Background: an optimization exercise with open tools, aiming at small area, a short achievable clock period and few clock cycles per item. Do not read the settings as production practice. Function was checked by simulation only, so behaviour that the tests miss may differ from the original.

`flow/flow/run.sh`:
```
#!/bin/bash
set -euo pipefail
MARGIN=${MARGIN:-8}
bash standard.sh SETUP_SLACK_MARGIN=$MARGIN "BUFFER_PORTS_ARGS=-buffer_cell sky130_fd_sc_hd__buf_2" finish > make_finish.log 2>&1
```
`flow/standard.sh`:
```
#!/bin/bash
# synth_recipe.tcl (not shown) runs the flow's synth.tcl, then flattens the netlist and writes it again
# the make line also repeats each setting of config.mk as NAME=value (left out here)
make -C /OpenROAD-flow-scripts/flow DESIGN_CONFIG=/design/flow/config.mk WORK_HOME=/design/flow/orfs CLKGATE_MAP_FILE= SYNTH_SCRIPT=/design/flow/synth_recipe.tcl "${@:-finish}"
```
`flow/config.mk`:
```
export PLATFORM = sky130hd
export DESIGN_NAME = kw_unwrap
export DESIGN_NICKNAME = kw_unwrap
export VERILOG_FILES = /design/flow/design.v
export SDC_FILE = /design/flow/constraint.sdc
export NUM_CORES = 8
export LEC_CHECK = 0
export CAP_MARGIN = 40
export CELL_PAD_IN_SITES_DETAIL_PLACEMENT = 1
export CELL_PAD_IN_SITES_GLOBAL_PLACEMENT = 2
export CORE_MARGIN = 2
export CORE_UTILIZATION = 40
export CTS_CLUSTER_DIAMETER = 80
export CTS_CLUSTER_SIZE = 22
export PLACE_DENSITY = 0.6
export SLEW_MARGIN = 40
export SYNTH_HIERARCHICAL = 1
```
`flow/constraint.sdc`:
```
create_clock -name core_clock -period 12.0 [get_ports {clk}]
set_input_delay 2.4000 -clock core_clock [delete_from_list [all_inputs] [get_ports {clk}]]
set_output_delay 2.4000 -clock core_clock [all_outputs]
set_load 0.01 [all_outputs]
```
`flow/design.v`:
```
module gx2 (input wire a, input wire b, output wire y);
    assign y = a ^ b;
endmodule
module gxn2 (input wire a, input wire b, output wire y);
    assign y = ~(a ^ b);
endmodule
module kw_unwrap (
    input  wire         clk,
    input  wire         rst,
    input  wire         req_valid,
    output wire         req_ready,
    input  wire         req_kek,
    input  wire         req_long,
    input  wire [319:0] req_data,
    output wire         resp_valid,
    input  wire         resp_ready,
    output wire [255:0] resp_key,
    output wire         resp_ok
);
    localparam [63:0] IV = 64'hA6A6_A6A6_A6A6_A6A6;
    localparam [1:0] G_RUN   = 2'd0,
                     G_KEXP  = 2'd1,
                     G_KDONE = 2'd2;
    reg  [1:0]   gst;
    reg          ph;         
    reg  [3:0]   m;          
    reg          kph;        
    reg  [5:0]   kidx;       
    reg          k_rot;      
    reg          k_id;       
    reg  [7:0]   k_rcon;     
    reg  [255:0] kwin;       
    reg  [255:0] klast;      
    reg  [71:0]  ks;         
    reg  [127:0] sa;         
    reg  [287:0] sb;         
    reg          v_q, kek_q, long_q;
    reg          rdy;        
    reg  [63:0]  x1p, x2p, x3p, x4p, x1q, x2q, x3q, x4q;
    reg  [4:0]   tcp, tcq;       
    reg          lngp, lngq;
    reg          runp, runq;     
    reg          parkp, parkq;   
    reg          okcp, okcq;
    reg          old;        
    reg  [127:0] sbuf;
    reg          sok;
    reg          sv;         
    reg          spre;       
    reg  [255:0] out_key;
    reg          out_ok, out_pend, out_valid;
    reg          out_free;   
    wire [127:0] rk   = kwin[255:128];
    wire [127:0] rk14 = klast[127:0];
    wire         grun = (gst == G_RUN);
    wire         cb   = ~ph;                  
    wire         bnd  = (m == 4'd0);          
    function [7:0] rcon_of(input [2:0] i);
        case (i)
            3'd1:    rcon_of = 8'h01;
            3'd2:    rcon_of = 8'h02;
            3'd3:    rcon_of = 8'h04;
            3'd4:    rcon_of = 8'h08;
            3'd5:    rcon_of = 8'h10;
            3'd6:    rcon_of = 8'h20;
            3'd7:    rcon_of = 8'h40;
            default: rcon_of = 8'h00;
        endcase
    endfunction
    wire [31:0] kw0 = kwin[255:224], kw1 = kwin[223:192], kw2 = kwin[191:160], kw3 = kwin[159:128];
    wire [31:0] kw4 = kwin[127:96],  kw5 = kwin[95:64],   kw6 = kwin[63:32],   kw7 = kwin[31:0];
    wire        kfwd   = (gst == G_KEXP);
    wire [71:0] ks_next;
    wire [31:0] sub_out;
    genvar g;
    generate
        for (g = 0; g < 4; g = g + 1) begin : g_ksbox
            if (1) begin : u_a    
                wire [7:0] a = kw3[8*g +: 8];
                wire [17:0] p;
                wire n1;
                gx2 u1 (.a(a[1]), .b(a[6]), .y(n1));
                wire n2;
                gx2 u2 (.a(a[4]), .b(a[7]), .y(n2));
                wire n3;
                gx2 u3 (.a(a[2]), .b(a[3]), .y(n3));
                wire n4;
                gx2 u4 (.a(a[5]), .b(a[7]), .y(n4));
                wire n5;
                gx2 u5 (.a(a[0]), .b(a[2]), .y(n5));
                wire n6;
                gx2 u6 (.a(n1), .b(n2), .y(n6));
                wire n7;
                gx2 u7 (.a(a[6]), .b(n2), .y(n7));
                wire n8;
                gx2 u8 (.a(a[4]), .b(a[5]), .y(n8));
                wire n9;
                gx2 u9 (.a(a[7]), .b(n1), .y(n9));
                wire n10;
                gx2 u10 (.a(a[0]), .b(a[5]), .y(n10));
                wire n11;
                gx2 u11 (.a(a[1]), .b(n5), .y(n11));
                wire n12;
                gx2 u12 (.a(n3), .b(n4), .y(n12));
                wire n13;
                gx2 u13 (.a(n1), .b(n8), .y(n13));
                wire n14;
                gx2 u14 (.a(a[3]), .b(n1), .y(n14));
                wire n15;
                gx2 u15 (.a(n4), .b(n11), .y(n15));
                wire n16;
                gx2 u16 (.a(a[5]), .b(n2), .y(n16));
                wire n17;
                gx2 u17 (.a(a[3]), .b(n9), .y(n17));
                wire n18;
                gx2 u18 (.a(a[3]), .b(n6), .y(n18));
                wire n19;
                gx2 u19 (.a(n3), .b(n13), .y(n19));
                wire n20;
                gx2 u20 (.a(a[5]), .b(n11), .y(n20));
                wire n21;
                gx2 u21 (.a(a[5]), .b(n14), .y(n21));
                wire n22;
                gx2 u22 (.a(a[1]), .b(n3), .y(n22));
                wire n23;
                gx2 u23 (.a(n3), .b(n6), .y(n23));
                wire n24;
                gx2 u24 (.a(n5), .b(n9), .y(n24));
                wire n25;
                gx2 u25 (.a(n3), .b(n10), .y(n25));
                wire n26;
                gx2 u26 (.a(n3), .b(n7), .y(n26));
                wire n27;
                gx2 u27 (.a(a[4]), .b(n14), .y(n27));
                wire n28;
                gx2 u28 (.a(a[2]), .b(a[5]), .y(n28));
                wire n29;
                gx2 u29 (.a(n7), .b(n25), .y(n29));
                wire n30;
                gx2 u30 (.a(n1), .b(n12), .y(n30));
                wire n31;
                gx2 u31 (.a(a[4]), .b(n11), .y(n31));
                wire n32;
                gx2 u32 (.a(a[1]), .b(n4), .y(n32));
                wire n33;
                gx2 u33 (.a(a[3]), .b(n10), .y(n33));
                wire n34 = n17 & n21;
                wire n35 = n28 & n27;
                wire n36 = n30 & n8;
                wire n37 = a[3] & n18;
                wire n38 = n10 & n29;
                wire n39 = n33 & n20;
                wire n40 = n9 & n16;
                wire n41 = n5 & n15;
                wire n42 = n24 & n31;
                wire n43;
                gx2 u43 (.a(n38), .b(n39), .y(n43));
                wire n44;
                gx2 u44 (.a(n37), .b(n38), .y(n44));
                wire n45;
                gx2 u45 (.a(n36), .b(n44), .y(n45));
                wire n46;
                gx2 u46 (.a(n35), .b(n6), .y(n46));
                wire n47;
                gx2 u47 (.a(n41), .b(n42), .y(n47));
                wire n48;
                gx2 u48 (.a(n40), .b(n44), .y(n48));
                wire n49;
                gx2 u49 (.a(n36), .b(n26), .y(n49));
                wire n50;
                gx2 u50 (.a(a[1]), .b(n47), .y(n50));
                wire n51;
                gx2 u51 (.a(n34), .b(n49), .y(n51));
                wire n52;
                gx2 u52 (.a(n43), .b(n51), .y(n52));
                wire n53;
                gx2 u53 (.a(n41), .b(n12), .y(n53));
                wire n54;
                gx2 u54 (.a(n43), .b(n50), .y(n54));
                wire n55;
                gx2 u55 (.a(n45), .b(n46), .y(n55));
                wire n56;
                gx2 u56 (.a(n48), .b(n53), .y(n56));
                reg [3:0] e;
                always @(*) begin
                    case ({n54, n56, n52, n55})
                        4'd0: e = 4'd0;
                        4'd1: e = 4'd1;
                        4'd2: e = 4'd3;
                        4'd3: e = 4'd2;
                        4'd4: e = 4'd15;
                        4'd5: e = 4'd12;
                        4'd6: e = 4'd9;
                        4'd7: e = 4'd11;
                        4'd8: e = 4'd10;
                        4'd9: e = 4'd6;
                        4'd10: e = 4'd8;
                        4'd11: e = 4'd7;
                        4'd12: e = 4'd5;
                        4'd13: e = 4'd14;
                        4'd14: e = 4'd13;
                        4'd15: e = 4'd4;
                        default: e = 4'd0;
                    endcase
                end
                wire n57;
                gx2 u57 (.a(e[2]), .b(e[3]), .y(n57));
                wire n58;
                gx2 u58 (.a(e[0]), .b(e[1]), .y(n58));
                wire n59;
                gx2 u59 (.a(n57), .b(n58), .y(n59));
                wire n60;
                gx2 u60 (.a(e[1]), .b(e[3]), .y(n60));
                wire n61;
                gx2 u61 (.a(e[0]), .b(e[2]), .y(n61));
                wire n62 = n4 & e[3];
                wire n63 = n19 & e[2];
                wire n64 = n23 & n57;
                wire n65 = n6 & e[1];
                wire n66 = n26 & e[0];
                wire n67 = n22 & n58;
                wire n68 = n13 & n60;
                wire n69 = n32 & n61;
                wire n70 = n7 & n59;
                wire n71 = n21 & e[3];
                wire n72 = n27 & e[2];
                wire n73 = n8 & n57;
                wire n74 = n18 & e[1];
                wire n75 = n29 & e[0];
                wire n76 = n20 & n58;
                wire n77 = n16 & n60;
                wire n78 = n15 & n61;
                wire n79 = n31 & n59;
                assign p[0] = n62;
                assign p[1] = n63;
                assign p[2] = n64;
                assign p[3] = n65;
                assign p[4] = n66;
                assign p[5] = n67;
                assign p[6] = n68;
                assign p[7] = n69;
                assign p[8] = n70;
                assign p[9] = n71;
                assign p[10] = n72;
                assign p[11] = n73;
                assign p[12] = n74;
                assign p[13] = n75;
                assign p[14] = n76;
                assign p[15] = n77;
                assign p[16] = n78;
                assign p[17] = n79;
                assign ks_next[18*g +: 18] = p;
            end
            if (1) begin : u_b    
                wire [17:0] p = ks[18*g +: 18];
                wire [7:0] y;
                wire m1;
                gx2 u80 (.a(p[1]), .b(p[8]), .y(m1));
                wire m2;
                gx2 u81 (.a(p[0]), .b(m1), .y(m2));
                wire m3;
                gx2 u82 (.a(p[12]), .b(p[13]), .y(m3));
                wire m4;
                gx2 u83 (.a(p[10]), .b(p[11]), .y(m4));
                wire m5;
                gx2 u84 (.a(p[6]), .b(m2), .y(m5));
                wire m6;
                gx2 u85 (.a(p[15]), .b(p[17]), .y(m6));
                wire m7;
                gx2 u86 (.a(p[3]), .b(p[4]), .y(m7));
                wire m8;
                gx2 u87 (.a(p[16]), .b(m3), .y(m8));
                wire m9;
                gx2 u88 (.a(m3), .b(m4), .y(m9));
                wire m10;
                gx2 u89 (.a(p[14]), .b(m6), .y(m10));
                wire m11;
                gx2 u90 (.a(p[9]), .b(p[10]), .y(m11));
                wire m12;
                gx2 u91 (.a(p[2]), .b(p[3]), .y(m12));
                wire m32 = ~(m5 ^ m9);
                wire m14;
                gx2 u93 (.a(p[1]), .b(p[2]), .y(m14));
                wire m15;
                gx2 u94 (.a(m8), .b(m14), .y(m15));
                wire m16;
                gx2 u95 (.a(p[17]), .b(m11), .y(m16));
                wire m17;
                gx2 u96 (.a(p[7]), .b(m12), .y(m17));
                wire m18;
                gx2 u97 (.a(p[15]), .b(m7), .y(m18));
                wire m19;
                gx2 u98 (.a(m2), .b(m7), .y(m19));
                wire m20 = m6 ^ m11;
                wire m33 = ~(m8 ^ m16);
                wire m22;
                gx2 u101 (.a(p[12]), .b(m10), .y(m22));
                wire m34 = ~(m5 ^ m22);
                wire m24;
                gx2 u103 (.a(m1), .b(m17), .y(m24));
                wire m25;
                gx2 u104 (.a(p[13]), .b(m4), .y(m25));
                wire m35 = ~(p[5] ^ m24);
                wire m27;
                gx2 u106 (.a(p[7]), .b(m9), .y(m27));
                wire m28;
                gx2 u107 (.a(m10), .b(m25), .y(m28));
                wire m29 = m5 ^ m28;
                wire m30 = m15 ^ m18;
                wire m31 = m19 ^ m27;
                assign y[0] = m32;
                assign y[1] = m33;
                assign y[2] = m20;
                assign y[3] = m31;
                assign y[4] = m29;
                assign y[5] = m34;
                assign y[6] = m35;
                assign y[7] = m30;
                assign sub_out[8*g +: 8] = y;
            end
        end
    endgenerate
    wire [31:0]  sub_rot   = k_rot ? {sub_out[23:0], sub_out[31:24]} : sub_out;
    wire [31:0]  k_g       = k_id ? kw3 : (sub_rot ^ {k_rcon, 24'h0});
    wire [31:0]  k_new     = kw4 ^ k_g;
    wire [255:0] kfwd_next = {kwin[223:128], k_new, kwin[95:0], kw0};
    wire [255:0] kbwd_next = {k_new, kw5 ^ kw4, kw6 ^ kw5, kw7 ^ kw6, kwin[255:128]};
    wire [287:0] sb_next;
    generate
        for (g = 0; g < 16; g = g + 1) begin : g_sta
            localparam integer ROW = g % 4;
            localparam integer COL = g / 4;
            localparam integer SRC = ROW + 4 * ((COL + 4 - ROW) % 4);
            if (1) begin : u_a    
                wire [7:0] a = sa[127-8*SRC -: 8];
                wire [17:0] p;
                wire n1;
                gx2 u1 (.a(a[1]), .b(a[2]), .y(n1));
                wire n2;
                gx2 u2 (.a(a[0]), .b(a[5]), .y(n2));
                wire n3;
                gx2 u3 (.a(a[7]), .b(n1), .y(n3));
                wire n4;
                gx2 u4 (.a(a[4]), .b(a[6]), .y(n4));
                wire n5;
                gx2 u5 (.a(a[0]), .b(a[3]), .y(n5));
                wire n6;
                gx2 u6 (.a(a[3]), .b(a[5]), .y(n6));
                wire n7;
                gx2 u7 (.a(a[0]), .b(a[4]), .y(n7));
                wire n8;
                gx2 u8 (.a(n2), .b(n4), .y(n8));
                wire n9;
                gx2 u9 (.a(a[4]), .b(n6), .y(n9));
                wire n10;
                gx2 u10 (.a(a[6]), .b(n5), .y(n10));
                wire n11;
                gx2 u11 (.a(a[2]), .b(a[5]), .y(n11));
                wire n12;
                gx2 u12 (.a(a[0]), .b(a[7]), .y(n12));
                wire n13;
                gx2 u13 (.a(n3), .b(n8), .y(n13));
                wire n14;
                gx2 u14 (.a(n1), .b(n2), .y(n14));
                wire n15;
                gx2 u15 (.a(a[4]), .b(n2), .y(n15));
                wire n16;
                gx2 u16 (.a(n3), .b(n15), .y(n16));
                wire n36;
                gxn2 u17 (.a(a[1]), .b(n2), .y(n36));
                wire n18;
                gx2 u18 (.a(a[3]), .b(n4), .y(n18));
                wire n19;
                gx2 u19 (.a(a[6]), .b(n6), .y(n19));
                wire n20;
                gx2 u20 (.a(n1), .b(n7), .y(n20));
                wire n21;
                gx2 u21 (.a(a[6]), .b(n14), .y(n21));
                wire n42;
                gxn2 u22 (.a(n3), .b(n10), .y(n42));
                wire n23;
                gx2 u23 (.a(a[1]), .b(n12), .y(n23));
                wire n24;
                gx2 u24 (.a(n4), .b(n12), .y(n24));
                wire n25;
                gx2 u25 (.a(a[1]), .b(n7), .y(n25));
                wire n26;
                gx2 u26 (.a(a[7]), .b(n11), .y(n26));
                wire n27;
                gx2 u27 (.a(a[6]), .b(n3), .y(n27));
                wire n28;
                gx2 u28 (.a(n1), .b(n5), .y(n28));
                wire n29;
                gx2 u29 (.a(a[1]), .b(n9), .y(n29));
                wire n30;
                gx2 u30 (.a(a[6]), .b(n26), .y(n30));
                wire n31;
                gx2 u31 (.a(n3), .b(n18), .y(n31));
                wire n32;
                gx2 u32 (.a(a[1]), .b(n4), .y(n32));
                wire n38;
                gxn2 u33 (.a(a[4]), .b(n11), .y(n38));
                wire n34 = ~n7;
                wire n35 = ~n1;
                wire n37 = ~a[1];
                wire n39 = ~n14;
                wire n40 = ~n16;
                wire n41 = ~n9;
                wire n43 = ~n5;
                wire n44 = ~n8;
                wire n45 = ~n9;
                wire n46 = ~n16;
                wire n47 = ~a[6];
                wire n48 = n20 & n24;
                wire n49 = n34 & n31;
                wire n50 = n35 & n28;
                wire n51 = n36 & n32;
                wire n52 = n37 & n29;
                wire n53 = n2 & n19;
                wire n54 = n38 & n23;
                wire n55 = n25 & n30;
                wire n56 = n39 & n21;
                wire n57;
                gx2 u43 (.a(n52), .b(n55), .y(n57));
                wire n58;
                gx2 u44 (.a(n50), .b(n52), .y(n58));
                wire n59;
                gx2 u45 (.a(n53), .b(n13), .y(n59));
                wire n60;
                gx2 u46 (.a(n51), .b(n54), .y(n60));
                wire n61;
                gx2 u47 (.a(n53), .b(n10), .y(n61));
                wire n62;
                gx2 u48 (.a(n41), .b(n60), .y(n62));
                wire n63;
                gx2 u49 (.a(n48), .b(n59), .y(n63));
                wire n64;
                gx2 u50 (.a(n58), .b(n63), .y(n64));
                wire n65;
                gx2 u51 (.a(n51), .b(n40), .y(n65));
                wire n66;
                gx2 u52 (.a(n56), .b(n61), .y(n66));
                wire n67;
                gx2 u53 (.a(n57), .b(n66), .y(n67));
                wire n68;
                gx2 u54 (.a(n49), .b(n65), .y(n68));
                wire n69;
                gx2 u55 (.a(n57), .b(n62), .y(n69));
                wire n70;
                gx2 u56 (.a(n58), .b(n68), .y(n70));
                reg [3:0] e;
                always @(*) begin
                    case ({n67, n69, n64, n70})
                        4'd0: e = 4'd0;
                        4'd1: e = 4'd1;
                        4'd2: e = 4'd3;
                        4'd3: e = 4'd2;
                        4'd4: e = 4'd15;
                        4'd5: e = 4'd12;
                        4'd6: e = 4'd9;
                        4'd7: e = 4'd11;
                        4'd8: e = 4'd10;
                        4'd9: e = 4'd6;
                        4'd10: e = 4'd8;
                        4'd11: e = 4'd7;
                        4'd12: e = 4'd5;
                        4'd13: e = 4'd14;
                        4'd14: e = 4'd13;
                        4'd15: e = 4'd4;
                        default: e = 4'd0;
                    endcase
                end
                wire n71;
                gx2 u57 (.a(e[2]), .b(e[3]), .y(n71));
                wire n72;
                gx2 u58 (.a(e[0]), .b(e[1]), .y(n72));
                wire n73;
                gx2 u59 (.a(n71), .b(n72), .y(n73));
                wire n74;
                gx2 u60 (.a(e[1]), .b(e[3]), .y(n74));
                wire n75;
                gx2 u61 (.a(e[0]), .b(e[2]), .y(n75));
                wire n76 = n27 & e[3];
                wire n77 = n42 & e[2];
                wire n78 = n43 & n71;
                wire n79 = n44 & e[1];
                wire n80 = n45 & e[0];
                wire n81 = n10 & n72;
                wire n82 = n46 & n74;
                wire n83 = n13 & n75;
                wire n84 = n47 & n73;
                wire n85 = n24 & e[3];
                wire n86 = n31 & e[2];
                wire n87 = n28 & n71;
                wire n88 = n32 & e[1];
                wire n89 = n29 & e[0];
                wire n90 = n19 & n72;
                wire n91 = n23 & n74;
                wire n92 = n30 & n75;
                wire n93 = n21 & n73;
                assign p[0] = n76;
                assign p[1] = n77;
                assign p[2] = n78;
                assign p[3] = n79;
                assign p[4] = n80;
                assign p[5] = n81;
                assign p[6] = n82;
                assign p[7] = n83;
                assign p[8] = n84;
                assign p[9] = n85;
                assign p[10] = n86;
                assign p[11] = n87;
                assign p[12] = n88;
                assign p[13] = n89;
                assign p[14] = n90;
                assign p[15] = n91;
                assign p[16] = n92;
                assign p[17] = n93;
                assign sb_next[287-18*g -: 18] = p;
            end
        end
    endgenerate
    wire [127:0] ark;
    wire [127:0] imc;
    generate
        for (g = 0; g < 16; g = g + 1) begin : g_stb
            if (1) begin : u_b    
                wire [17:0] p = sb[287-18*g -: 18];
                wire [7:0] k = rk[127-8*g -: 8];
                wire [7:0] y;
                wire m1;
                gx2 u80 (.a(p[9]), .b(p[11]), .y(m1));
                wire m2;
                gx2 u81 (.a(p[0]), .b(p[2]), .y(m2));
                wire m3;
                gx2 u82 (.a(p[12]), .b(p[15]), .y(m3));
                wire m4;
                gx2 u83 (.a(m1), .b(m2), .y(m4));
                wire m5;
                gx2 u84 (.a(p[14]), .b(m4), .y(m5));
                wire m6;
                gx2 u85 (.a(p[13]), .b(m3), .y(m6));
                wire m7;
                gx2 u86 (.a(p[7]), .b(p[8]), .y(m7));
                wire m8;
                gx2 u87 (.a(p[1]), .b(p[3]), .y(m8));
                wire m9;
                gx2 u88 (.a(p[17]), .b(m6), .y(m9));
                wire m10;
                gx2 u89 (.a(p[4]), .b(p[16]), .y(m10));
                wire m11;
                gx2 u90 (.a(p[4]), .b(k[7]), .y(m11));
                wire m12;
                gx2 u91 (.a(p[6]), .b(p[8]), .y(m12));
                wire m13;
                gx2 u92 (.a(p[10]), .b(m2), .y(m13));
                wire m14;
                gx2 u93 (.a(m7), .b(m13), .y(m14));
                wire m15;
                gx2 u94 (.a(m10), .b(m12), .y(m15));
                wire m16;
                gx2 u95 (.a(m6), .b(m8), .y(m16));
                wire m17;
                gx2 u96 (.a(p[5]), .b(k[1]), .y(m17));
                wire m18;
                gx2 u97 (.a(p[5]), .b(m11), .y(m18));
                wire m19;
                gx2 u98 (.a(p[13]), .b(m7), .y(m19));
                wire m20;
                gx2 u99 (.a(p[2]), .b(m10), .y(m20));
                wire m21;
                gx2 u100 (.a(p[13]), .b(m18), .y(m21));
                wire m22;
                gx2 u101 (.a(k[6]), .b(m20), .y(m22));
                wire m23 = m16 ^ m22;
                wire m24;
                gx2 u103 (.a(p[16]), .b(k[0]), .y(m24));
                wire m25;
                gx2 u104 (.a(p[3]), .b(k[4]), .y(m25));
                wire m26;
                gx2 u105 (.a(m3), .b(m25), .y(m26));
                wire m27;
                gx2 u106 (.a(k[2]), .b(m7), .y(m27));
                wire m28;
                gx2 u107 (.a(p[15]), .b(m24), .y(m28));
                wire m29;
                gx2 u108 (.a(p[0]), .b(m17), .y(m29));
                wire m30;
                gx2 u109 (.a(k[5]), .b(m19), .y(m30));
                wire m31;
                gx2 u110 (.a(m15), .b(m26), .y(m31));
                wire m32;
                gx2 u111 (.a(k[3]), .b(m1), .y(m32));
                wire m33;
                gx2 u112 (.a(m4), .b(m27), .y(m33));
                wire m34 = m5 ^ m21;
                wire m35 = m5 ^ m31;
                wire m36 = m9 ^ m32;
                wire m37 = m9 ^ m33;
                wire m38 = m5 ^ m30;
                wire m39 = m8 ^ m29;
                wire m40;
                gx2 u119 (.a(p[11]), .b(m28), .y(m40));
                wire m41 = m14 ^ m40;
                assign y[0] = m41;
                assign y[1] = m39;
                assign y[2] = m37;
                assign y[3] = m36;
                assign y[4] = m35;
                assign y[5] = m38;
                assign y[6] = m23;
                assign y[7] = m34;
                assign ark[127-8*g -: 8] = y;
            end
        end
        for (g = 0; g < 4; g = g + 1) begin : g_imc
            if (1) begin : u_imc    
                wire [31:0] a = ark[127-32*g -: 32];
                wire [31:0] y;
                wire v0;
                gx2 u1 (.a(a[5]), .b(a[21]), .y(v0));
                wire v1;
                gx2 u2 (.a(a[13]), .b(a[29]), .y(v1));
                wire v2;
                gx2 u3 (.a(a[6]), .b(a[22]), .y(v2));
                wire v3;
                gx2 u4 (.a(a[14]), .b(a[30]), .y(v3));
                wire v4;
                gx2 u5 (.a(v0), .b(v1), .y(v4));
                wire v5;
                gx2 u6 (.a(a[7]), .b(v2), .y(v5));
                wire v6;
                gx2 u7 (.a(a[23]), .b(v3), .y(v6));
                wire v7;
                gx2 u8 (.a(a[3]), .b(a[31]), .y(v7));
                wire v8;
                gx2 u9 (.a(a[15]), .b(a[19]), .y(v8));
                wire v9;
                gx2 u10 (.a(a[25]), .b(v4), .y(v9));
                wire v10;
                gx2 u11 (.a(a[1]), .b(a[17]), .y(v10));
                wire v11;
                gx2 u12 (.a(a[8]), .b(a[24]), .y(v11));
                wire v12;
                gx2 u13 (.a(a[9]), .b(v9), .y(v12));
                wire v13;
                gx2 u14 (.a(a[12]), .b(a[28]), .y(v13));
                wire v14;
                gx2 u15 (.a(a[4]), .b(a[20]), .y(v14));
                wire v15;
                gx2 u16 (.a(a[0]), .b(a[16]), .y(v15));
                wire v16;
                gx2 u17 (.a(a[10]), .b(a[26]), .y(v16));
                wire v17;
                gx2 u18 (.a(a[2]), .b(a[18]), .y(v17));
                wire v18;
                gx2 u19 (.a(a[11]), .b(a[27]), .y(v18));
                wire v19;
                gx2 u20 (.a(v7), .b(v8), .y(v19));
                wire v20;
                gx2 u21 (.a(v6), .b(v17), .y(v20));
                wire v21;
                gx2 u22 (.a(a[7]), .b(v14), .y(v21));
                wire v22;
                gx2 u23 (.a(v2), .b(v16), .y(v22));
                wire v23;
                gx2 u24 (.a(a[23]), .b(v13), .y(v23));
                wire v24;
                gx2 u25 (.a(v5), .b(v18), .y(v24));
                wire v25;
                gx2 u26 (.a(a[7]), .b(v3), .y(v25));
                wire v26;
                gx2 u27 (.a(v3), .b(v22), .y(v26));
                wire v27;
                gx2 u28 (.a(v4), .b(v11), .y(v27));
                wire v28;
                gx2 u29 (.a(a[15]), .b(a[31]), .y(v28));
                wire v29;
                gx2 u30 (.a(a[30]), .b(v23), .y(v29));
                wire v30;
                gx2 u31 (.a(v8), .b(v10), .y(v30));
                wire v31;
                gx2 u32 (.a(a[2]), .b(v15), .y(v31));
                wire v32;
                gx2 u33 (.a(a[5]), .b(v19), .y(v32));
                wire v33;
                gx2 u34 (.a(a[21]), .b(v19), .y(v33));
                wire v34;
                gx2 u35 (.a(a[22]), .b(v21), .y(v34));
                wire v35;
                gx2 u36 (.a(v7), .b(v10), .y(v35));
                wire v36;
                gx2 u37 (.a(a[18]), .b(v15), .y(v36));
                wire v37;
                gx2 u38 (.a(a[23]), .b(v2), .y(v37));
                wire v38;
                gx2 u39 (.a(v26), .b(v28), .y(v38));
                wire v39;
                gx2 u40 (.a(v1), .b(v17), .y(v39));
                wire v40;
                gx2 u41 (.a(v5), .b(v20), .y(v40));
                wire v41;
                gx2 u42 (.a(a[13]), .b(v24), .y(v41));
                wire v42;
                gx2 u43 (.a(v27), .b(v37), .y(v42));
                wire v43;
                gx2 u44 (.a(a[15]), .b(a[24]), .y(v43));
                wire v44;
                gx2 u45 (.a(v6), .b(v18), .y(v44));
                wire v45;
                gx2 u46 (.a(v0), .b(v28), .y(v45));
                wire v46;
                gx2 u47 (.a(a[26]), .b(v11), .y(v46));
                wire v47;
                gx2 u48 (.a(a[6]), .b(v21), .y(v47));
                wire v48;
                gx2 u49 (.a(v0), .b(v16), .y(v48));
                wire v49;
                gx2 u50 (.a(a[0]), .b(a[31]), .y(v49));
                wire v50;
                gx2 u51 (.a(v4), .b(v15), .y(v50));
                wire v51;
                gx2 u52 (.a(v26), .b(v39), .y(v51));
                wire v52;
                gx2 u53 (.a(a[14]), .b(v23), .y(v52));
                wire v53;
                gx2 u54 (.a(a[29]), .b(v24), .y(v53));
                wire v54;
                gx2 u55 (.a(a[10]), .b(v11), .y(v54));
                wire v55;
                gx2 u56 (.a(a[31]), .b(v1), .y(v55));
                wire v56;
                gx2 u57 (.a(a[3]), .b(a[11]), .y(v56));
                wire v57;
                gx2 u58 (.a(a[13]), .b(v33), .y(v57));
                wire v58;
                gx2 u59 (.a(v6), .b(v31), .y(v58));
                wire v59;
                gx2 u60 (.a(v6), .b(v50), .y(v59));
                wire v60;
                gx2 u61 (.a(v14), .b(v30), .y(v60));
                wire v61;
                gx2 u62 (.a(v1), .b(v34), .y(v61));
                wire v62;
                gx2 u63 (.a(a[15]), .b(v29), .y(v62));
                wire v63;
                gx2 u64 (.a(a[31]), .b(v5), .y(v63));
                wire v64;
                gx2 u65 (.a(a[14]), .b(v45), .y(v64));
                wire v65;
                gx2 u66 (.a(a[17]), .b(v31), .y(v65));
                wire v66;
                gx2 u67 (.a(a[4]), .b(a[12]), .y(v66));
                wire v67;
                gx2 u68 (.a(a[11]), .b(v16), .y(v67));
                wire v68;
                gx2 u69 (.a(a[19]), .b(a[27]), .y(v68));
                wire v69;
                gx2 u70 (.a(v43), .b(v50), .y(v69));
                wire v70;
                gx2 u71 (.a(a[8]), .b(a[31]), .y(v70));
                wire v71;
                gx2 u72 (.a(a[16]), .b(v37), .y(v71));
                wire v72;
                gx2 u73 (.a(a[10]), .b(v24), .y(v72));
                wire v73;
                gx2 u74 (.a(a[1]), .b(a[8]), .y(v73));
                wire v74 = v61 ^ v62;
                wire v75;
                gx2 u76 (.a(v32), .b(v34), .y(v75));
                wire v76;
                gx2 u77 (.a(a[6]), .b(v45), .y(v76));
                wire v77;
                gx2 u78 (.a(v5), .b(v10), .y(v77));
                wire v78;
                gx2 u79 (.a(v14), .b(v29), .y(v78));
                wire v79;
                gx2 u80 (.a(v25), .b(v46), .y(v79));
                wire v80;
                gx2 u81 (.a(v18), .b(v31), .y(v80));
                wire v81;
                gx2 u82 (.a(a[17]), .b(v6), .y(v81));
                wire v82;
                gx2 u83 (.a(a[16]), .b(v27), .y(v82));
                wire v83;
                gx2 u84 (.a(v35), .b(v67), .y(v83));
                wire v84;
                gx2 u85 (.a(v13), .b(v64), .y(v84));
                wire v85;
                gx2 u86 (.a(v8), .b(v56), .y(v85));
                wire v86 = v25 ^ v69;
                wire v87;
                gx2 u88 (.a(v10), .b(v71), .y(v87));
                wire v88;
                gx2 u89 (.a(a[4]), .b(a[28]), .y(v88));
                wire v89;
                gx2 u90 (.a(v44), .b(v47), .y(v89));
                wire v90;
                gx2 u91 (.a(a[4]), .b(v13), .y(v90));
                wire v91 = v59 ^ v70;
                wire v92;
                gx2 u93 (.a(v48), .b(v66), .y(v92));
                wire v93;
                gx2 u94 (.a(a[1]), .b(v36), .y(v93));
                wire v94;
                gx2 u95 (.a(v35), .b(v36), .y(v94));
                wire v95;
                gx2 u96 (.a(v9), .b(v77), .y(v95));
                wire v96;
                gx2 u97 (.a(a[8]), .b(v49), .y(v96));
                wire v97;
                gx2 u98 (.a(a[15]), .b(v73), .y(v97));
                wire v98;
                gx2 u99 (.a(v52), .b(v55), .y(v98));
                wire v99;
                gx2 u100 (.a(v25), .b(v90), .y(v99));
                wire v100;
                gx2 u101 (.a(a[28]), .b(v14), .y(v100));
                wire v101;
                gx2 u102 (.a(a[17]), .b(v54), .y(v101));
                wire v102;
                gx2 u103 (.a(v36), .b(v85), .y(v102));
                wire v103 = v76 ^ v78;
                wire v104;
                gx2 u105 (.a(a[1]), .b(a[9]), .y(v104));
                wire v105;
                gx2 u106 (.a(v27), .b(v94), .y(v105));
                wire v106;
                gx2 u107 (.a(v33), .b(v88), .y(v106));
                wire v107;
                gx2 u108 (.a(a[16]), .b(v97), .y(v107));
                wire v108;
                gx2 u109 (.a(a[23]), .b(a[27]), .y(v108));
                wire v109;
                gx2 u110 (.a(v29), .b(v32), .y(v109));
                wire v110;
                gx2 u111 (.a(v46), .b(v104), .y(v110));
                wire v111;
                gx2 u112 (.a(a[12]), .b(v108), .y(v111));
                wire v112;
                gx2 u113 (.a(v5), .b(v100), .y(v112));
                wire v113;
                gx2 u114 (.a(v25), .b(v107), .y(v113));
                wire v114;
                gx2 u115 (.a(v20), .b(v92), .y(v114));
                wire v115;
                gx2 u116 (.a(a[0]), .b(a[15]), .y(v115));
                wire v116;
                gx2 u117 (.a(a[9]), .b(v65), .y(v116));
                wire v117;
                gx2 u118 (.a(a[29]), .b(v44), .y(v117));
                wire v118;
                gx2 u119 (.a(a[26]), .b(v30), .y(v118));
                wire v119;
                gx2 u120 (.a(a[25]), .b(v93), .y(v119));
                wire v120 = v40 ^ v110;
                wire v121;
                gx2 u122 (.a(v33), .b(v52), .y(v121));
                wire v122;
                gx2 u123 (.a(a[9]), .b(v4), .y(v122));
                wire v123;
                gx2 u124 (.a(a[20]), .b(a[28]), .y(v123));
                wire v124;
                gx2 u125 (.a(a[11]), .b(v17), .y(v124));
                wire v125 = v72 ^ v105;
                wire v126 = v53 ^ v114;
                wire v127 = v42 ^ v115;
                wire v128 = v41 ^ v109;
                wire v129 = v47 ^ v98;
                wire v130;
                gx2 u131 (.a(v79), .b(v102), .y(v130));
                wire v131;
                gx2 u132 (.a(a[24]), .b(v49), .y(v131));
                wire v132 = v57 ^ v89;
                wire v133;
                gx2 u134 (.a(a[20]), .b(a[27]), .y(v133));
                wire v134;
                gx2 u135 (.a(v81), .b(v131), .y(v134));
                wire v135;
                gx2 u136 (.a(v22), .b(v111), .y(v135));
                wire v136 = v12 ^ v130;
                wire v137;
                gx2 u138 (.a(a[12]), .b(a[20]), .y(v137));
                wire v138 = v53 ^ v121;
                wire v139 = v34 ^ v84;
                wire v140 = v63 ^ v82;
                wire v141 = v38 ^ v119;
                wire v142 = v75 ^ v117;
                wire v143;
                gx2 u144 (.a(v32), .b(v137), .y(v143));
                wire v144;
                gx2 u145 (.a(v83), .b(v112), .y(v144));
                wire v145;
                gx2 u146 (.a(v60), .b(v135), .y(v145));
                wire v146 = v38 ^ v116;
                wire v147 = v12 ^ v144;
                wire v148;
                gx2 u149 (.a(v30), .b(v124), .y(v148));
                wire v149 = v12 ^ v134;
                wire v150 = v51 ^ v143;
                wire v151;
                gx2 u152 (.a(v99), .b(v148), .y(v151));
                wire v152 = v51 ^ v106;
                wire v153;
                gx2 u154 (.a(v43), .b(v122), .y(v153));
                wire v154 = v12 ^ v151;
                wire v155;
                gx2 u156 (.a(a[25]), .b(v101), .y(v155));
                wire v156;
                gx2 u157 (.a(v7), .b(v68), .y(v156));
                wire v157;
                gx2 u158 (.a(v80), .b(v118), .y(v157));
                wire v158;
                gx2 u159 (.a(v13), .b(v133), .y(v158));
                wire v159 = v12 ^ v145;
                wire v160;
                gx2 u161 (.a(v54), .b(v156), .y(v160));
                wire v161;
                gx2 u162 (.a(v58), .b(v160), .y(v161));
                wire v162;
                gx2 u163 (.a(v48), .b(v123), .y(v162));
                wire v163 = v95 ^ v96;
                wire v164 = v87 ^ v153;
                wire v165;
                gx2 u166 (.a(v20), .b(v162), .y(v165));
                wire v166 = v12 ^ v113;
                wire v167 = v40 ^ v155;
                wire v168 = v41 ^ v165;
                wire v169 = v12 ^ v161;
                wire v170;
                gx2 u171 (.a(v35), .b(v158), .y(v170));
                wire v171 = v42 ^ v157;
                wire v172;
                gx2 u173 (.a(v20), .b(v170), .y(v172));
                wire v173 = v12 ^ v172;
                assign y[0] = v140;
                assign y[1] = v149;
                assign y[2] = v141;
                assign y[3] = v171;
                assign y[4] = v173;
                assign y[5] = v152;
                assign y[6] = v142;
                assign y[7] = v103;
                assign y[8] = v86;
                assign y[9] = v163;
                assign y[10] = v120;
                assign y[11] = v169;
                assign y[12] = v147;
                assign y[13] = v126;
                assign y[14] = v128;
                assign y[15] = v129;
                assign y[16] = v127;
                assign y[17] = v166;
                assign y[18] = v146;
                assign y[19] = v125;
                assign y[20] = v154;
                assign y[21] = v150;
                assign y[22] = v132;
                assign y[23] = v139;
                assign y[24] = v91;
                assign y[25] = v164;
                assign y[26] = v167;
                assign y[27] = v136;
                assign y[28] = v159;
                assign y[29] = v168;
                assign y[30] = v138;
                assign y[31] = v74;
                assign imc[127-32*g -: 32] = y;
            end
        end
    endgenerate
    wire [63:0] b_hi = ark[127:64];
    wire [63:0] b_lo = ark[63:0];
    wire        b_ok = (b_hi == IV);
    wire        bnd_b      = grun && bnd;     
    wire        run_b      = runp;
    wire        last_b     = (tcp == 5'd1);
    wire        s_first    = sv && !spre;     
    wire        sout       = s_first && out_free;
    wire        fin_direct = bnd_b && run_b && last_b && (old == cb) && out_free && !s_first;
    wire        sfill      = bnd_b && run_b && last_b && !fin_direct && !lngp && !sv;
    wire        fin_park   = bnd_b && run_b && last_b && !fin_direct && !sfill;
    wire        cont       = bnd_b && run_b && !last_b;
    wire        unpark     = parkp && (old == cb) && out_free && !s_first;
    wire        acc        = rdy && !kek_q && req_valid;
    wire        kek_acc    = rdy &&  kek_q && req_valid;
    wire        acc_d      = rdy && !kek_q;
    wire        kek_d      = rdy &&  kek_q;
    wire        has_o      = runq || parkq;
    wire [63:0]  head      = lngp ? x1p : x3p;
    wire [4:0]   t_nx      = tcp - 5'd1;
    wire [4:0]   t_first   = long_q ? 5'd24 : 5'd12;
    wire [63:0]  c_n       = long_q ? req_data[63:0] : req_data[191:128];
    wire [127:0] blk_raw   = cont ? {b_hi ^ {59'd0, t_nx}, head}
                                  : {req_data[319:256] ^ {59'd0, t_first}, c_n};
    reg  [1:0]  gst_n;
    reg         ph_n, kph_n;
    reg  [3:0]  m_n;
    reg  [5:0]  kidx_n;
    reg         runp_n, parkp_n;
    reg  [4:0]  tcp_n;
    reg         old_n, sv_n, spre_n;
    always @(*) begin
        gst_n  = gst;
        ph_n   = ~ph;
        m_n    = m;
        kph_n  = kph;
        kidx_n = kidx;
        case (gst)
            G_RUN: begin
                if (kek_acc) begin
                    gst_n  = G_KEXP;
                    kph_n  = 1'b0;
                    kidx_n = 6'd8;
                end else if (!ph) begin
                    m_n = bnd ? 4'd13 : m - 4'd1;
                end
            end
            G_KEXP: begin
                kph_n = ~kph && !k_id;
                if (kph || k_id) begin
                    kidx_n = kidx + 6'd1;
                    if (kidx == 6'd59)
                        gst_n = G_KDONE;
                end
            end
            default: begin
                gst_n = G_RUN;
                m_n   = 4'd0;
            end
        endcase
        runp_n  = runp;
        parkp_n = parkp;
        tcp_n   = tcp;
        if (acc) begin
            runp_n = 1'b1;
            tcp_n  = t_first;
        end else if (bnd_b && run_b && last_b) begin
            runp_n = 1'b0;
        end
        if (cont)
            tcp_n = t_nx;
        if (fin_park)
            parkp_n = 1'b1;
        else if (unpark)
            parkp_n = 1'b0;
        old_n = old;
        if (acc && !has_o)
            old_n = cb;
        else if (fin_direct || unpark)
            old_n = ~cb;
        else if (sfill && old == cb)
            old_n = ~cb;
        sv_n   = sv;
        spre_n = spre;
        if (sfill) begin
            sv_n   = 1'b1;
            spre_n = (old != cb);
        end else if (sout) begin
            sv_n   = 1'b0;
        end
        if (fin_direct || unpark)
            spre_n = 1'b0;
        if (rst) begin
            gst_n   = G_RUN;
            ph_n    = 1'b1;
            m_n     = 4'd0;
            runp_n  = 1'b0;
            parkp_n = 1'b0;
            sv_n    = 1'b0;
        end
    end
    wire out_pend_n  = !rst && (fin_direct || unpark || sout);
    wire out_valid_n = !rst && (out_pend || (out_valid && !resp_ready));
    wire out_free_n  = !(out_pend_n || out_pend || out_valid);
    wire v_q_n       = !rst && req_valid && !rdy;
    wire runq_n   = runq && !rst;
    wire parkq_n  = parkq && !rst;
    wire cb_n     = ~ph_n;
    wire grun_n   = (gst_n == G_RUN);
    wire bnd_n    = grun_n && (m_n == 4'd0);
    wire old_is_n = (old_n == cb_n) && !(sv_n && !spre_n);
    wire last_n   = bnd_n && runq_n && (tcq == 5'd1);
    wire free_n   = (!runq_n && (!parkq_n || (old_is_n && out_free_n))) ||
                    (last_n && ((old_is_n && out_free_n) || (!lngq && !sv_n)));
    wire rdy_n    = !rst && v_q_n && grun_n &&
                    (req_kek ? (!runq_n && !parkq_n && !runp_n && !parkp_n)
                             : (bnd_n && free_n));
    always @(posedge clk) begin
        gst      <= gst_n;
        ph       <= ph_n;
        m        <= m_n;
        kph      <= kph_n;
        kidx     <= kidx_n;
        runq     <= runp_n;
        parkq    <= parkp_n;
        tcq      <= tcp_n;
        runp     <= runq_n;
        parkp    <= parkq_n;
        tcp      <= tcq;
        old      <= old_n;
        sv       <= sv_n;
        spre     <= spre_n;
        out_pend  <= out_pend_n;
        out_valid <= out_valid_n;
        out_free  <= out_free_n;
        v_q      <= v_q_n;
        kek_q    <= req_kek;
        long_q   <= req_long;
        rdy      <= rdy_n;
    end
    always @(posedge clk) begin
        ks <= ks_next;
        if (kek_d)
            kwin <= {req_data[127:0], req_data[255:128]};
        else if (kfwd && (kph || k_id))
            kwin <= kfwd_next;
        else if (grun && !ph)
            kwin <= bnd ? klast : kbwd_next;
        if (gst == G_KDONE)
            klast <= {kwin[127:0], kwin[255:128]};
        if (kek_d) begin
            k_rot  <= 1'b1;
            k_id   <= 1'b0;
            k_rcon <= 8'h01;
        end else if (kfwd) begin
            if (kph || k_id) begin
                k_rot  <= (kidx_n[2:0] == 3'd0);
                k_id   <= (kidx_n[1:0] != 2'd0);
                k_rcon <= (kidx_n[2:0] == 3'd0) ? rcon_of(kidx_n[5:3]) : 8'h00;
            end
        end else if (!grun || !ph) begin
            k_rot  <= m_n[0];
            k_id   <= 1'b0;
            k_rcon <= m_n[0] ? rcon_of(m_n[3:1] + 3'd1) : 8'h00;
        end
    end
    always @(posedge clk) begin
        sb <= sb_next;
        if (!bnd)
            sa <= imc;
        else
            sa <= blk_raw ^ rk14;
    end
    always @(posedge clk) begin
        if (sfill) begin
            sbuf <= {b_lo, x3p};
            sok  <= b_ok;
        end
    end
    always @(posedge clk) begin
        x1p  <= x1q;
        x2p  <= x2q;
        x3p  <= x3q;
        x4p  <= x4q;
        lngp <= lngq;
        okcp <= okcq;
        x1q  <= x1p;
        x2q  <= x2p;
        x3q  <= x3p;
        x4q  <= x4p;
        lngq <= lngp;
        okcq <= okcp;
        if (cont) begin
            x3q <= b_lo;
            if (lngp) begin
                x1q <= x2p;
                x2q <= x3p;
            end
        end else if (acc_d) begin
            lngq <= long_q;
            x1q  <= req_data[127:64];
            x2q  <= req_data[191:128];
            x3q  <= req_data[255:192];
        end
        if (fin_park) begin
            x4q  <= b_lo;
            okcq <= b_ok;
        end
    end
    always @(posedge clk) begin
        if (fin_direct || unpark) begin
            out_key <= {fin_direct ? b_lo : x4p, x3p, {x2p, x1p} & {128{lngp}}};
            out_ok  <= fin_direct ? b_ok : okcp;
        end else if (sout) begin
            out_key <= {sbuf, 128'd0};
            out_ok  <= sok;
        end else if (out_pend && !out_ok) begin
            out_key <= 256'd0;
        end
    end
    assign req_ready  = rdy;
    assign resp_valid = out_valid;
    assign resp_ok    = out_ok;
    assign resp_key   = out_key;
endmodule
```
==> impl_metrics.py, run 1 <==
metrics = {
    "critical_path": {
        "cp.arrival_ns": 4.73,
        "r2r_end": "sa[39]",
        "worstSetupStartpointType": "register",
        "path_class": "reg -> reg",
        "setup.worst_path.end": "sa[39]",
        "crit_start": "m[0]",
        "r2r-start": "m[0]",
        "rr_worst_depth": 8,
        "cp-end-kind": "register",
        "cp_data_required_time_ns": 12.68,
        "reg2reg_setup_slack_ns": 7.95,
        "cp_max_fo": 79,
    },
    "global_route": {
        "grt.total_usage": 0.364,
        "grt_max_degree": 186,
        "globalRouteOverflowTotal": 0,
        "antenna_found_initial": 74,
        "grt_pass1_wl_mm": 635,
        "grt_pass1_vias": 77100,
    },
    "synthesis": {
        "async_flop_share": 0,
        "syn_avg_cell_area_um2": 10.1,
        "netlist_area_mm2": 0.0991,
        "synth_edf_count": 899,
        "netlist_instances": 9852,
        "synth_nets": 10300,
        "synth-seq-cells": 1948,
        "ys_seq_area_frac": 0.484,
        "synth_cell_types": 58,
        "yosysWarnings": 7,
        "ys.flop_type": "dfxtp_1",
    },
    "sta": {
        "fmax_ghz": 0.247,
        "rsz0062_at_grt": "yes",
        "slew_viol_final": 0,
        "slew_headroom": 0.355,
        "finalCriticalPeriod_ns": 4.05,
        "final.setup_skew_ns": 0.0517,
        "hold_violations": 0,
        "setup_viol_count_final": 0,
        "finalCritPeriodShare": 0.338,
        "worstMarginPinSlew_ns": 0.967,
    },
    "floorplanning": {
        "die_x_um": 502,
        "die_area_mm2": 0.252,
        "io-pin-count": 585,
        "start_util": 0.403,
        "rows": 182,
        "fp.dieH_um": 502,
        "coreArea_mm2": 0.246,
    },
    "clock_network": {
        "ctsHtreeMaxLevel": 4,
        "cts.path.max_buffers": 3,
        "clk_pin_slew_worst_paths_ns": 0.09,
        "cts_buffers": 139,
        "cts_num_sinks": 1948,
        "clockRootBuffer": "clkbuf_16",
        "clock_latency_ns": 0.84,
        "tritoncts": "done",
    },
    "placement": {
        "gp_congestion": 0.990,
        "place_area_mm2": 0.107,
        "place_inst": 13500,
        "dp_hpwl_mm": 366,
        "io_buffers": 584,
    },
    "detailed_routing": {
        "drt-total-wl_mm": 474,
        "via_count": 78100,
        "viasPerCell": 5.59,
        "drtIter0Drc": 8263,
        "ant_nets": 0,
        "drtPass1Iterations": 5,
        "drt-wirelength-per-cell_um": 33.9,
        "drc": 0,
    },
    "finish": {
        "n_fill_cell": 26900,
        "fin_cells": 14000,
        "final_core_util": 0.480,
        "stdcell_area_mm2": 0.118,
        "fin_nets": 10900,
        "area_growth_pct": 19.1,
        "drive_gt1_frac": 0.174,
    },
    "outcome": {
        "status": "complete, no violations",
    },
    "min_path": {
        "worstHoldPathType": "reg -> reg",
    },
    "run": {
        "drv_cap": 0,
    },
}
-- worst min path at each step --
stage,start,endpoint,slack (ns),cells past startpoint
2_1_floorplan,okcq,okcp,0.31,0
3_3_place_gp,x2q[5],x2p[5],0.31,0
3_5_place_dp,x2q[38],x2p[38],0.31,0
4_1_cts,x4q[13],x4p[13],0.29,0
5_1_grt,x4q[13],x4p[13],0.30,0
6_report,x4q[13],x4p[13],0.30,0
-- metrics by stage --
stage | worst slack (ns) | hold WS (ns) | setup TNS, ns
after detailed placement | 6.41 | 0.313 | 0
after CTS | 7.83 | 0.294 | 0
final | 7.95 | 0.302 | 0
after global routing | 7.90 | 0.296 | 0
after global placement | 6.58 | 0.310 | 0
after floorplan | -1.63 | 0.310 | -416.92
-- cell usage after synthesis (137+ instances only) --
cell / n / share of area
xor2_1: 2426 / 0.21
a31oi_1: 137 / 0.0086
nor2b_1: 197 / 0.012
a21oi_1: 639 / 0.032
clkbuf_1: 377 / 0.014
and2_1: 415 / 0.026
xnor2_1: 367 / 0.032
dfxtp_1: 1049 / 0.21
a211oi_1: 166 / 0.013
inv_1: 209 / 0.0079
edfxtp_1: 899 / 0.27
nand2_1: 941 / 0.036
o21ai_0: 558 / 0.028
nor2_1: 644 / 0.024
-- modules after synthesis, one instance, submodules excluded --
module,cells inside,flip-flops and latches,cell area (µm²),copies in the design
kw_unwrap,7624,1948,79600,1
gxn2,1,0,8.76,48
gx2,1,0,8.76,2180
-- cell families after synthesis --
family,after synthesis,synth area share
xor+xnor,2793,0.247
simple gates,2439,0.114
flops,1948,0.484
compound gates,1790,0.103
buf+inv,644,0.0246
mux,154,0.0166
fa+ha+maj,84,0.0106
-- registers in the layout (all words and copies together) (netlist names), 64 cells and up --
register  cells
x4p          64
ks           72
x2p          64
x3p          64
x3q          64
x2q          64
kwin        256
sbuf        128
out_key     256
sb          288
x1q          64
klast       256
x1p          64
sa          128
x4q          64
-- final cells by class --
cell class,count,area (µm²),share of cell area
timing repair buffer,966,6520,0.0552
inverter,209,796,0.00674
sequential,1948,48200,0.408
multi-input combinational,7266,53600,0.454
clock buffer,174,3890,0.0330
clock inverter,82,932,0.00790
antenna,24,60.1,0.000509
tap,3312,4140,0.0351
-- layer usage --
metal  GRT usage  routed length (µm)  part of all wire
met3      0.0718               36500             0.077
met2       0.547              206000              0.44
met1       0.493              201000              0.42
met5     0.00695                 509            0.0011
met4       0.191               29400             0.062
-- critical path, stage by stage (launching register included) --
cell     delay, ns
dfxtp_1       0.48
or4_4         0.60
buf_4         0.18
nor3b_4       0.23
buf_12        0.41
buf_8         0.46
a21oi_1       0.32
xnor2_1       0.80
o21ai_0       0.14
-- layout by cell type (no fill, tap or decap), drive strengths merged, types with 137 or more instances in the layout --
cell type	count
xnor2	367
dfxtp	1049
edfxtp	899
a211oi	166
inv	245
nor2	644
a21oi	639
buf	962
xor2	2426
a31oi	137
clkbuf	176
nor2b	197
o21ai	559
and2	415
nand2	941
-- timing repair --
| action | CTS | global route |
|---|---|---|
| hold buffers | 0 | 0 |
| pin swaps | 39 | 88 |
| setup endpoints to repair | 920 | 405 |
| gates cloned | 9 | 2 |
| setup buffers | 69 | 124 |
| hold endpoints to repair | 0 | 0 |
| resized for setup | 352 | 363 |
Testbench counts, summed over its fixed seeds: cycles 65,598, items 256.
==> run 2: changes to the inputs <==
==> flow/flow/run.sh (replaced) <==
#!/bin/bash
set -euo pipefail
MARGIN=${MARGIN:-8.1}
bash standard.sh SETUP_SLACK_MARGIN=$MARGIN "BUFFER_PORTS_ARGS=-buffer_cell sky130_fd_sc_hd__buf_2" finish > make_finish.log 2>&1
--- a/flow/config.mk
+++ b/flow/config.mk
@@ -10,8 +10,8 @@
 export CELL_PAD_IN_SITES_GLOBAL_PLACEMENT = 2
 export CORE_MARGIN = 2
-export CORE_UTILIZATION = 40
+export CORE_UTILIZATION = 36
 export CTS_CLUSTER_DIAMETER = 80
 export CTS_CLUSTER_SIZE = 22
-export PLACE_DENSITY = 0.6
+export PLACE_DENSITY = 0.56
 export SLEW_MARGIN = 40
 export SYNTH_HIERARCHICAL = 1
==> run 2 against run 1 <==
Net effect: clock skew up 0.028 ns; highest routed layer unchanged; largest cell class unchanged; via count down 0.34%; first-iteration DRC count down 6.6%.
==> impl_metrics.py, run 2 <==
metrics = {
    "outcome": {
        "status": "complete, no violations",
    },
    "detailed_routing": {
        "drtIter0Drc": 7718,
        "viasPerCell": 5.42,
        "drt-total-wl_mm": 489,
        "drc": 0,
        "via_count": 77800,
        "drtPass1Iterations": 5,
        "ant_nets": 0,
        "drt-wirelength-per-cell_um": 34.0,
    },
    "synthesis": {
        "syn_avg_cell_area_um2": 10.1,
        "yosysWarnings": 7,
        "netlist_area_mm2": 0.0991,
        "netlist_instances": 9852,
        "yosys-top-cells-count": "xor2_1 (2426), dfxtp_1 (1049), nand2_1 (941)",
        "synth_edf_count": 899,
        "netlist_top_cells_area": "edfxtp_1 (27%), xor2_1 (21%), dfxtp_1 (21%), nand2_1 (3.6%), xnor2_1 (3.2%)",
        "synth_nets": 10300,
        "ys.flop_type": "dfxtp_1",
        "synth_most_common_cell": "xor2_1",
        "synth-seq-cells": 1948,
        "ys_seq_area_frac": 0.484,
        "synth_top_area_frac": 0.272,
        "yosysTopAreaCell": "edfxtp_1",
        "async_flop_share": 0,
        "synth_cell_types": 58,
    },
    "critical_path": {
        "crit_chain": "buf_6 > xor2_4 > buf_12 > xor2_4 > xor2_1 > and2_4 > xor2_4 > xor2_1 > xor2_1 > inv_2 > ha_4 > inv_2 > mux4_2 > xor2_2 > xor2_1 > and2_1",
        "cp.arrival_ns": 4.78,
        "path_class": "reg -> reg",
        "cp_data_required_time_ns": 12.79,
        "crit_top_cell": "xor2_1",
        "rr_worst_depth": 16,
        "crit_path_max_incr_delay_ns": 0.57,
        "crit_slowest_cell": "edfxtp_1",
        "cp_max_fo": 3,
        "cp-end-kind": "register",
        "worstSetupStartpointType": "register",
    },
    "global_route": {
        "globalRouteOverflowTotal": 0,
        "grt_pass1_wl_mm": 651,
        "grt.total_usage": 0.338,
        "grt_max_degree": 166,
        "grt_pass1_vias": 77300,
        "antenna_found_initial": 74,
    },
    "clock_network": {
        "clockRootBuffer": "clkbuf_16",
        "tritoncts": "done",
        "clk_pin_slew_worst_paths_ns": 0.10,
        "clock_latency_ns": 0.89,
        "cts.path.max_buffers": 4,
        "ctsHtreeMaxLevel": 4,
        "cts_buffers": 152,
        "cts_num_sinks": 1948,
    },
    "finish": {
        "register_area_mm2": 0.0482,
        "mostFrequentLayoutCell": "xor2_1",
        "n_fill_cell": 29700,
        "stdcell_area_mm2": 0.122,
        "final_cell_mix": "xor2_1 (1953), dfxtp_1 (953), nand2_1 (934)",
        "area_growth_pct": 22.7,
        "fin_nets": 11100,
        "multi_input_area_mm2": 0.0552,
        "fin_cells": 14400,
        "drive_gt1_frac": 0.199,
        "regMostFlops": "sb",
        "largest_register_ffs": 288,
    },
    "floorplanning": {
        "coreArea_mm2": 0.274,
        "die_area_mm2": 0.279,
        "rows": 192,
        "start_util": 0.362,
        "fp.dieH_um": 529,
        "io-pin-count": 585,
        "die_x_um": 529,
    },
    "sta": {
        "setup_viol_count_final": 0,
        "fmax_ghz": 0.250,
        "final.setup_skew_ns": 0.0802,
        "worstMarginPinSlew_ns": 0.991,
        "finalCriticalPeriod_ns": 3.99,
        "finalCritPeriodShare": 0.333,
        "slew_headroom": 0.334,
        "rsz0062_at_grt": "yes",
        "tns_ns": 0,
        "hold_slack_ns": 0.297,
        "hold_violations": 0,
        "slew_viol_final": 0,
    },
    "min_path": {
        "worstHoldPathType": "reg -> reg",
        "hold-path-cell-count": 0,
    },
    "run": {
        "drv_cap": 0,
    },
    "placement": {
        "dp_hpwl_mm": 377,
        "io_buffers": 584,
        "place_inst": 13800,
        "place_area_mm2": 0.107,
        "gp_congestion": 0.944,
    },
}
## run 2: cell counts after synthesis
No cell type changed its count.
## run 2: critical path, delay by kind of cell, from the launching register on
family	cells	cell delay (ns)
XOR/XNOR	8	1.67
flip-flops	1	0.57
multiplexers	1	0.54
buffers and inverters	4	0.50
AND/OR/NAND/NOR	2	0.36
adder cells (fa/ha/maj)	1	0.28
## run 2: logic make-up after synthesis
family                     synth area share
AOI/OAI and AO/OA                     0.103
xor gates and xnor gates              0.247
adders and majority gates            0.0106
buffers and inverters                0.0246
DFF                                   0.484
muxes                                0.0166
and+or+nand+nor                       0.114
## run 2: final cells by class
cell class | instances | share of cell area
Sequential cell | 1948 | 0.397
Clock buffer | 184 | 0.0341
Multi-Input combinational cell | 7264 | 0.454
Tap cell | 3589 | 0.0369
Clock inverter | 86 | 0.00903
Antenna cell | 24 | 0.000494
Inverter | 209 | 0.00677
Timing Repair Buffer | 1065 | 0.0622
## run 2: final timing paths
path | start | to | slack (ns)
setup / recovery | kwin[135] | ks[8] | 8.01
hold / removal | x1q[5] | x1p[5] | 0.30
setup reg to reg | kwin[135] | ks[8] | 8.01
hold reg to reg | x1q[5] | x1p[5] | 0.30
## run 2: per-module statistics from Yosys, one instance, submodules excluded
module / cells inside / copies in the design / area (µm²)
kw_unwrap: 7624 / 1 / 79600
gx2: 1 / 2180 / 8.76
gxn2: 1 / 48 / 8.76
## run 2: repair_timing
action	4_1_cts	5_1_grt
pin swaps	76	147
cloned	12	0
resized for setup	548	454
setup buffers	107	186
setup endpoints to repair	1267	524
hold buffers	0	0
## run 2: through the flow
| step | utilization | setup WS, ns |
|---|---|---|
| after floorplan | - | -1.63 |
| after global placement | 0.389 | 6.35 |
| after detailed placement | 0.391 | 6.22 |
| after CTS | 0.427 | 7.97 |
| after global routing | 0.444 | 7.93 |
| final | 0.444 | 8.01 |
## run 2: layer usage
metal | wire [µm] | up-vias | global-route usage
li1 | - | 34300 | -
met5 | 168 | - | 0
met4 | 27500 | 24 | 0.153
met2 | 215000 | 2843 | 0.517
met1 | 212000 | 40100 | 0.464
met3 | 34200 | 581 | 0.0586
==> run 3: changes to the inputs <==
==> flow/flow/run.sh (replaced) <==
#!/bin/bash
set -euo pipefail
MARGIN=${MARGIN:-8}
bash standard.sh SETUP_SLACK_MARGIN=$MARGIN "BUFFER_PORTS_ARGS=-buffer_cell sky130_fd_sc_hd__buf_2" finish > make_finish.log 2>&1
--- a/flow/config.mk
+++ b/flow/config.mk
@@ -11,6 +11,6 @@
 export CORE_MARGIN = 2
 export CORE_UTILIZATION = 36
-export CTS_CLUSTER_DIAMETER = 80
-export CTS_CLUSTER_SIZE = 22
+export CTS_CLUSTER_DIAMETER = 90
+export CTS_CLUSTER_SIZE = 26
 export PLACE_DENSITY = 0.56
 export SLEW_MARGIN = 40
==> run 3 against run 2 <==
Net effect: area after synthesis is the same; still clean on timing, DRC and antenna; design area decreased by 3.0%; worst hold slack gained 0.017 ns; via count is 1.2% lower; critical path type unchanged; first-iteration DRC count decreased by 3.4%.
==> impl_metrics.py, run 3 <==
metrics = {
    "critical_path": {
        "path_class": "reg -> reg",
        "cp_max_fo": 5,
        "worstSetupStartpointType": "register",
        "rr_worst_depth": 12,
        "cp-end-kind": "register",
        "cp_data_required_time_ns": 12.71,
        "r2r-start": "sb[285]",
        "reg2reg_setup_slack_ns": 7.86,
        "cp.arrival_ns": 4.85,
        "setup.worst_path.end": "sa[117]",
        "r2r_end": "sa[117]",
        "crit_start": "sb[285]",
    },
    "floorplanning": {
        "coreArea_mm2": 0.274,
        "rows": 192,
        "die_area_mm2": 0.279,
        "io-pin-count": 585,
        "die_x_um": 529,
        "fp.dieH_um": 529,
        "start_util": 0.362,
    },
    "synthesis": {
        "synth_cell_types": 58,
        "yosysWarnings": 7,
        "ys.flop_type": "dfxtp_1",
        "synth_nets": 10300,
        "ys_seq_area_frac": 0.484,
        "yosysTopAreaCell": "edfxtp_1",
        "synth_top_area_frac": 0.272,
        "synth_most_common_cell": "xor2_1",
        "async_flop_share": 0,
        "netlist_area_mm2": 0.0991,
        "netlist_top_cells_area": "edfxtp_1 (27%), xor2_1 (21%), dfxtp_1 (21%), nand2_1 (3.6%), xnor2_1 (3.2%)",
        "synth-seq-cells": 1948,
        "syn_avg_cell_area_um2": 10.1,
        "netlist_instances": 9852,
        "synth_edf_count": 899,
        "yosys-top-cells-count": "xor2_1 (2426), dfxtp_1 (1049), nand2_1 (941)",
    },
    "sta": {
        "fmax_ghz": 0.242,
        "hold_slack_ns": 0.314,
        "final.setup_skew_ns": 0.0907,
        "hold_violations": 0,
        "slew_viol_final": 0,
        "setup_viol_count_final": 0,
        "slew_headroom": 0.314,
        "rsz0062_at_grt": "yes",
        "finalCritPeriodShare": 0.345,
        "worstMarginPinSlew_ns": 1.03,
        "finalCriticalPeriod_ns": 4.14,
    },
    "global_route": {
        "globalRouteOverflowTotal": 0,
        "grt_pass1_vias": 77000,
        "grt_pass1_wl_mm": 650,
        "grt.total_usage": 0.335,
        "antenna_found_initial": 79,
        "grt_max_degree": 148,
    },
    "detailed_routing": {
        "drt-wirelength-per-cell_um": 34.1,
        "drt-total-wl_mm": 485,
        "routed-wl-met2_mm": 216,
        "drtPass1Iterations": 6,
        "via_count": 76900,
        "drtIter0Drc": 7453,
        "wl_met1_mm": 216,
        "ant_nets": 0,
        "viasPerCell": 5.41,
        "wl_met3_mm": 27.7,
        "highest_layer": "met5",
        "drc": 0,
    },
    "finish": {
        "final_cell_mix": "xor2_1 (2069), dfxtp_1 (977), nand2_1 (933)",
        "drive_gt1_frac": 0.173,
        "fin_nets": 10900,
        "mostFrequentLayoutCell": "xor2_1",
        "n_fill_cell": 29900,
        "area_growth_pct": 19.0,
        "regMostFlops": "sb",
        "largest_register_ffs": 288,
    },
    "clock_network": {
        "ctsHtreeMaxLevel": 3,
        "clk_pin_slew_worst_paths_ns": 0.10,
        "tritoncts": "done",
        "cts.path.max_buffers": 3,
        "clockRootBuffer": "clkbuf_16",
        "cts_num_sinks": 1948,
        "clock_latency_ns": 0.88,
        "cts_buffers": 118,
        "cts-hold-fix-buffers": 0,
    },
    "outcome": {
        "status": "complete, no violations",
    },
    "placement": {
        "gp_congestion": 0.951,
        "io_buffers": 584,
        "dp_hpwl_mm": 378,
    },
    "run": {
        "drv_cap": 0,
    },
    "min_path": {
        "worstHoldPathType": "reg -> reg",
    },
}
run 3: modules after synthesis (local to each module, per instance):
module | cells inside | times used | area [µm²] | flops+latches
gxn2 | 1 | 48 | 8.76 | 0
kw_unwrap | 7624 | 1 | 79600 | 1948
gx2 | 1 | 2180 | 8.76 | 0
run 3: final cells by class:
cell class	count	area [µm²]	area share
timing repair buffer	941	6440	0.0546
antenna	25	62.6	0.000531
clock inverter	84	1160	0.00984
clock buffer	141	3170	0.0268
sequential	1948	48200	0.408
inverter	209	800	0.00678
tap	3589	4490	0.0381
multi-input combinational	7261	53600	0.455
run 3: worst min path at each step:
stage	from	end	slack, ns	depth (start not counted)
3_5_place_dp	x2q[35]	x2p[35]	0.31	0
5_1_grt	x3q[61]	x3p[61]	0.30	0
6_report	x3q[61]	x3p[61]	0.31	0
4_1_cts	x3q[61]	x3p[61]	0.30	0
3_3_place_gp	x4q[15]	x4p[15]	0.31	0
2_1_floorplan	okcq	okcp	0.31	0
run 3: cells by family (layout without fill, tap and decap cells):
family                   after synthesis  count (layout)  share of synthesized area
XOR/XNOR                            2793            2793                      0.247
AND/OR/NAND/NOR                     2439            2440                      0.114
flip-flops                          1948            1948                      0.484
AO/OA/AOI/OAI                       1790            1790                      0.103
buffers and inverters                644            1375                     0.0246
multiplexers                         154             154                     0.0166
adder cells (fa/ha/maj)               84              84                     0.0106
other                                  0              25                          0
run 3: through the flow:
step	setup slack (ns)	util	instance area, µm²	TNS (ns)	instances
2_1_floorplan	-1.63	-	99200	-416.92	9852
3_5_place_dp	6.94	0.391	107000	0	13800
4_1_cts	7.97	0.418	114000	0	14100
3_3_place_gp	6.60	0.389	106000	0	13700
6_report	7.86	0.431	118000	0	14200
5_1_grt	7.79	0.431	118000	0	14200
run 3: repair_timing:
item | 4_1_cts | 5_1_grt
pin swaps | 42 | 76
resized for setup | 351 | 395
setup endpoints to repair | 752 | 456
hold endpoints to repair | 0 | 0
setup buffers | 74 | 110
gates cloned | 3 | 1
run 3: critical path: stages, from the launching register on:
cell and delay (ns):
dfxtp_1 0.37, xor2_1 0.27, xor2_1 0.31, xor2_1 0.45
xor2_1 0.22, buf_4 0.21, xor2_2 0.28, xor2_1 0.31
xor2_1 0.31, xor2_1 0.33, xor2_1 0.34, nand2_1 0.29
o21ai_0 0.29
run 3: layer usage:
| metal | vias up | track usage |
|---|---|---|
| met4 | 30 | 0.142 |
| li1 | 34000 | - |
| met1 | 39800 | 0.468 |
| met3 | 523 | 0.0415 |
| met5 | - | 0 |
| met2 | 2555 | 0.520 |

[re-timing with driven ports]
How much do the figures lean on ideal ports? The routed layouts below were timed once more, with nothing changed but the port constraints. Step 1 sets driving cells, clkbuf_16 on the clock port and buf_2 on the other inputs (assumed; they add their load-dependent delay and slew). Step 2 also shifts input and output timing later by t, the mid clock arrival at the registers, as if the neighbouring blocks saw the same clock. a / b / c = ideal / step 1 / step 2; a / b = the first two.
run | t, ns | setup WS [ns] | clock arrival spread, ns | slew at the worst register clock pin (ns) | worst slew at a driven data input, ns
run 1 | 0.925 | 7.949 / 7.906 / 7.296 | 0.052 / 0.052 | 0.10 / 0.10 | 0.22
run 2 | 0.966 | 8.006 / 7.905 / 7.343 | 0.081 / 0.080 | 0.10 / 0.10 | 0.25
run 3 | 0.923 | 7.864 / 7.864 / 7.329 | 0.093 / 0.093 | 0.12 / 0.12 | 0.25
After both steps every run listed still meets setup and hold. For run 2, which loses most, drivers alone change the setup slack by -0.101 ns; drivers and shift together by -0.663 ns.
